Source: an optimization exercise on an open RTL-to-GDS flow (aim: small area). Production flows keep margins and buffers that such runs may drop. The RTL was checked by simulation tests, not by an equivalence proof against the original design. Power and IR drop assume default switching activity.

== build 88 ==
==> flow/design.v <==
module coulomb_section (
    input  wire               clk,
    input  wire               rst,          
    input  wire               mod_bit,      
    input  wire        [13:0] cal,          
    input  wire               preset,       
    input  wire        [63:0] preset_val,
    output reg                sample_valid,
    output wire signed [31:0] sample,       
    output reg                sample_ovr,
    output wire        [63:0] q_d,          
    output wire        [63:0] q_c           
);
    function automatic [24:0] radd(input [23:0] a, input [23:0] b, input ci);
        integer i;
        reg c;
        begin
            c = ci;
            for (i = 0; i < 24; i = i + 1) begin
                radd[i] = a[i] ^ b[i] ^ c;
                c = (a[i] & b[i]) | (a[i] & c) | (b[i] & c);
            end
            radd[24] = c;
        end
    endfunction
    reg [3:0] p;
    reg [1:0] tk;
    wire p0 = (p == 4'd0);
    wire p9 = (p == 4'd9);
    always @(posedge clk) begin
        if (rst) begin
            p  <= 4'd0;
            tk <= 2'd0;
        end else begin
            p <= p9 ? 4'd0 : radd(p, 24'd0, 1'b1);
            if (p9 && tk != 2'd2) tk <= {tk[0], ~tk[0]};
        end
    end
    reg  [9:0] A0, A1;
    reg  [7:0] A2;
    wire [6:0] w0 = (p == 4'd0) ? 7'd55 :
                     (p == 4'd1) ? 7'd45 :
                     (p == 4'd2) ? 7'd36 :
                     (p == 4'd3) ? 7'd28 :
                     (p == 4'd4) ? 7'd21 :
                     (p == 4'd5) ? 7'd15 :
                     (p == 4'd6) ? 7'd10 :
                     (p == 4'd7) ? 7'd6 :
                     (p == 4'd8) ? 7'd3 :
                     7'd1;
    wire [6:0] w1 = (p == 4'd0) ? 7'd45 :
                     (p == 4'd1) ? 7'd55 :
                     (p == 4'd2) ? 7'd63 :
                     (p == 4'd3) ? 7'd69 :
                     (p == 4'd4) ? 7'd73 :
                     (p == 4'd5) ? 7'd75 :
                     (p == 4'd6) ? 7'd75 :
                     (p == 4'd7) ? 7'd73 :
                     (p == 4'd8) ? 7'd69 :
                     7'd63;
    wire [5:0] w2 = (p == 4'd0) ? 6'd0 :
                     (p == 4'd1) ? 6'd0 :
                     (p == 4'd2) ? 6'd1 :
                     (p == 4'd3) ? 6'd3 :
                     (p == 4'd4) ? 6'd6 :
                     (p == 4'd5) ? 6'd10 :
                     (p == 4'd6) ? 6'd15 :
                     (p == 4'd7) ? 6'd21 :
                     (p == 4'd8) ? 6'd28 :
                     6'd36;
    always @(posedge clk) begin
        if (rst) begin
            A0 <= 10'd0;
            A1 <= 10'h392;                  
            A2 <= 8'd72;                    
        end else begin
            A0 <= radd(p0 ? A1 : A0, mod_bit ? w0 : 7'd0, 1'b0);
            A1 <= radd(p0 ? {2'b10, A2} : A1, mod_bit ? w1 : 7'd0, 1'b0);
            A2 <= radd(p0 ? 8'd12 : A2, mod_bit ? w2 : 6'd0, 1'b0);
        end
    end
    wire        u_neg = A0[9];
    wire [8:0]  u_abs = radd({15'd0, A0[8:0] ^ {9{u_neg}}}, 24'd0, u_neg);
    reg  [8:0]  asr;
    reg         neg_r, aovr_r;
    always @(posedge clk) begin
        if (p0) begin
            asr    <= u_abs;
            neg_r  <= u_neg;
            aovr_r <= (u_abs == 9'd500);
        end else begin
            asr <= {asr[7:0], 1'b0};
        end
    end
    wire ab = asr[8];
    wire pre      = (tk == 2'd0) || (tk == 2'd1 && p <= 4'd1);
    wire pre_last = (tk == 2'd1) && (p == 4'd2);
    wire pre_any  = pre || pre_last;
    wire pre_bit  = (tk == 2'd0) && (p == 4'd1 || p == 4'd2 || p == 4'd4);
    wire fin      = (tk == 2'd2) && p0;
    wire use_a    = ab && !pre_any;
    reg  [13:0] part, r;
    reg  [11:0] H;
    reg  [9:0]  L;
    reg  [3:0]  Kh;
    reg  [9:0]  Kl;
    wire [14:0] t  = radd({part, 1'b0}, use_a ? {1'b0, r} : {14'd0, pre_bit}, 1'b0);
    wire        d1 = radd({9'd0, t}, {10'h3ff, ~cal}, 1'b1) >> 24;           
    wire        d2 = radd({9'd0, t}, {9'h1ff, ~cal, 1'b1}, 1'b1) >> 24;      
    wire [14:0] dc = d2 ? {cal, 1'b0} : d1 ? {1'b0, cal} : 15'd0;
    wire [13:0] part_n = radd({9'd0, t}, ~{9'd0, dc}, 1'b1);
    wire [11:0] v   = radd({L, d1}, use_a ? Kl : 10'd0, d2);
    wire        e1  = (v >= 12'd1000);
    wire        e2  = (v >= 12'd2000);
    wire [10:0] ec  = e2 ? 11'd2000 : e1 ? 11'd1000 : 11'd0;
    wire [9:0]  L_n = radd(v, ~{12'd0, ec}, 1'b1);
    wire [11:0] H_n = radd({H[10:0], e1}, use_a ? Kh : 4'd0, e2);
    always @(posedge clk) begin
        if (rst) begin
            part <= 14'd2441;
            H    <= 12'd0;
            L    <= 10'd0;
        end else if (pre_last || fin) begin
            part <= 14'd0;
            H    <= 12'd0;
            L    <= 10'd0;
        end else begin
            part <= part_n;
            H    <= H_n;
            L    <= L_n;
        end
        if (pre_last) begin
            r  <= part_n;
            Kh <= H_n[3:0];
            Kl <= L_n;
        end
    end
    wire [24:0] hs    = radd(H, ~24'd2000, 1'b1);
    wire        sat   = hs[24];
    wire [10:0] H_eff = sat ? 11'd2000 : H[10:0];
    wire [9:0]  L_eff = sat ? 10'd0 : L;
    reg  [9:0]  rem_d, rem_c;
    wire [10:0] S   = radd(neg_r ? rem_c : rem_d, L_eff, 1'b0);
    wire [24:0] S1  = radd(S, ~24'd1000, 1'b1);
    wire        cR  = S1[24];
    wire [9:0]  R_n = cR ? S1[9:0] : S[9:0];
    wire [12:0] h3 = radd(H_eff, {H_eff, 1'b0}, 1'b0);
    wire [20:0] sx = radd({H_eff, L_eff}, ~{5'd0, h3, 3'b0}, !neg_r);
    reg  [21:0] smp;
    always @(posedge clk) begin
        if (rst) begin
            rem_d <= 10'd0;
            rem_c <= 10'd0;
        end else if (fin) begin
            if (neg_r) rem_c <= R_n;
            else       rem_d <= R_n;
        end
        if (fin) begin
            smp        <= {neg_r, sx ^ {21{neg_r}}};
            sample_ovr <= sat || aovr_r;
        end
        sample_valid <= !rst && (tk == 2'd2) && (p == 4'd4);
    end
    assign sample = {{10{smp[21]}}, smp};
    reg  [64:0] qd_r, qc_r;
    reg         cy_d, cy_c;
    wire        go_d = fin && !neg_r;
    wire        go_c = fin &&  neg_r;
    wire [13:0] sum_d = radd(qd_r[12:0], go_d ? H_eff : 11'd0, p0 ? (go_d && cR) : cy_d);
    wire [13:0] sum_c = radd(qc_r[12:0], go_c ? H_eff : 11'd0, p0 ? (go_c && cR) : cy_c);
    wire        copy  = (tk == 2'd0) && (p <= 4'd4);
    always @(posedge clk) begin
        if (rst) qd_r <= preset ? {1'b0, preset_val} : 65'd0;
        else     qd_r <= {sum_d[12:0], qd_r[64:13]};
        qc_r <= {copy ? qd_r[12:0] : sum_c[12:0], qc_r[64:13]};
        cy_d <= sum_d[13] && (p <= 4'd3);
        cy_c <= sum_c[13] && (p <= 4'd3);
    end
    assign q_d = qd_r[63:0];
    assign q_c = qc_r[63:0];
endmodule
clock: 100.0 ns
lec_check: 0
abc_area: 1
cap_margin: 20
core_margin: 2
core_utilization: 40
place_density: 0.6
slew_margin: 20
standard.sh (not shown) runs the stock make flow with config.mk's settings and CLKGATE_MAP_FILE= SYNTH_SCRIPT=/design/flow/synth_recipe.tcl, a recipe that flattens the netlist after the stock synthesis.
==> flow/flow/run.sh <==
#!/bin/bash
# Own layout flow: the standard flow (standard.sh, all ORFS steps) with
# three changes that only affect how small the layout comes out:
#  1. synthesis is the standard flow's own script (synth_recipe.tcl) with ABC's area
#     script replaced by flow/abc_area.script, and only full adders (not
#     half adders) extracted as adder cells before ABC (registers are mapped
#     before ABC runs, so they are the standard synthesis's, same names and
#     cells);
#  2. port buffers are sky130_fd_sc_hd__buf_1 (every port still gets one);
#  3. clock tree: clkbuf_8 clusters, no dummy loads.
# Each tool's full output is in orfs/logs/ (ORFS's per-step logs) and the
# make output in flow_make.log, all in this work folder.
set -euo pipefail
W=$(pwd)
F=$W/flow

cat > "$W/own_synth.tcl" <<TCL
proc abc {args} {
  set i [lsearch -exact \$args -script]
  if {\$i >= 0} {
    set args [lreplace \$args \$i [expr {\$i + 1}] -script {$F/abc_area.script}]
  }
  yosys abc {*}\$args
}
proc extract_fa {args} {
  yosys extract_fa -fa
}
source {$W/synth_recipe.tcl}
TCL

bash "$W/standard.sh" \
  "SYNTH_SCRIPT=$W/own_synth.tcl" \
  "BUFFER_PORTS_ARGS=-buffer_cell sky130_fd_sc_hd__buf_1" \
  "CTS_ARGS=-sink_clustering_enable -repair_clock_nets -dont_use_dummy_load -buf_list sky130_fd_sc_hd__clkbuf_8 -sink_clustering_size 15 -sink_clustering_max_diameter 100" \
  finish > "$W/flow_make.log" 2>&1
test -s "$W/out/final.def"
==> flow/flow/abc_area.script <==
strash
&get -n
&dch -f
&nf -R 1000
&put
strash
dch -f
amap
topo
dnsize -c
Inputs modified between build 88 and build 21:
diff --git a/flow/flow/run.sh b/flow/flow/run.sh
--- a/flow/flow/run.sh
+++ b/flow/flow/run.sh
@@ -5,4 +5,2 @@
-#     script replaced by flow/abc_area.script, and only full adders (not
-#     half adders) extracted as adder cells before ABC (registers are mapped
-#     before ABC runs, so they are the standard synthesis's, same names and
-#     cells);
+#     script replaced by flow/abc_area.script (registers are mapped before
+#     ABC runs, so they are the standard synthesis's, same names and cells);
@@ -25,3 +22,0 @@
-proc extract_fa {args} {
-  yosys extract_fa -fa
-}
==> flow/flow/abc_area.script <==
strash
dc2
dch -f
amap
topo
dnsize -c
- Taking build 88 as the reference, in build 21 power now larger; first-pass GRT wire length decreased 3.9%; register area share after synthesis now smaller.
- Between build 21 and build 88, the utilization does not differ in any meaningful way.
- Build 21 vs build 88 — wire length per cell after detailed routing dropped by a few percent
- Build 21 finished every stage and its layout cleared the timing, DRC and antenna checks.
- sky130_fd_sc_hd__o21ai_0 as the highest-delay cell along the critical path was reported by build 88, and sky130_fd_sc_hd__fa_1 by build 21.
The following lists how build 18 was set up differently from build 21:
Settings: swapping 40 for 65 in CORE_UTILIZATION; swapping 0.6 for 0.8 in PLACE_DENSITY.
diff --git a/flow/flow/run.sh b/flow/flow/run.sh
--- a/flow/flow/run.sh
+++ b/flow/flow/run.sh
@@ -5,2 +5,4 @@
-#     script replaced by flow/abc_area.script (registers are mapped before
-#     ABC runs, so they are the standard synthesis's, same names and cells);
+#     script replaced by flow/abc_area.script, and only full adders (not
+#     half adders) extracted as adder cells before ABC (registers are mapped
+#     before ABC runs, so they are the standard synthesis's, same names and
+#     cells);
@@ -22,0 +25,3 @@
+proc extract_fa {args} {
+  yosys extract_fa -fa
+}
==> flow/flow/abc_area.script <==
strash
&get -n
&dch -f
&nf -R 1000
&put
strash
dch -f
amap
topo
dnsize -c
### Flow results
- [build 18] final critical-path share of the clock period rose 0.23 points relative to build 21
- Against build 21 as the reference, build 18 delivers a lower total half-perimeter wirelength after legalization and detailed placement.
- Build 21 -> build 18: detailed-route vias per instance increased by more than 10%
- Going from build 21 to build 18, total power after layout lower; core utilization +26 points; via count picked up an extra about 1.6%; first-pass GRT wire length now sits lower; post-synthesis cell count now sits lower.
- In the flow results for build 18 and build 21, the combined buffer and inverter count along the critical path is larger on build 18.
- Setup WNS build 21 -> build 18: worse

-- port drivers added, routing unchanged --
The flow's constraints put no driver on any port. The routed layouts listed below were extracted and timed again, unchanged, in two steps. Step 1 sets driving cells, clkbuf_16 on the clock port and buf_2 on the other inputs (assumed; they add their load-dependent delay and slew). Step 2 also shifts input and output timing later by t, the mid clock arrival at the registers, as if the neighbouring blocks saw the same clock. a / b / c = ideal / step 1 / step 2; a / b = the first two.
run | t (ns) | setup WS [ns] | hold WS [ns] | worst setup path at the end | clock arrival spread, ns
build 88 | 0.592 | 70.288 / 70.309 / 69.717 | 0.347 / 0.347 / 0.347 | input to register | 0.042 / 0.042
build 21 | 0.588 | 70.585 / 70.607 / 70.020 | 0.335 / 0.335 / 0.335 | input to register | 0.051 / 0.051
build 18 | 0.579 | 70.357 / 70.378 / 69.799 | 0.342 / 0.342 / 0.342 | input to register | 0.059 / 0.058
After both steps setup and hold are still met in every run listed. The setup slack of build 88, which loses most, moves by +0.021 ns with the drivers and by -0.571 ns with both steps.
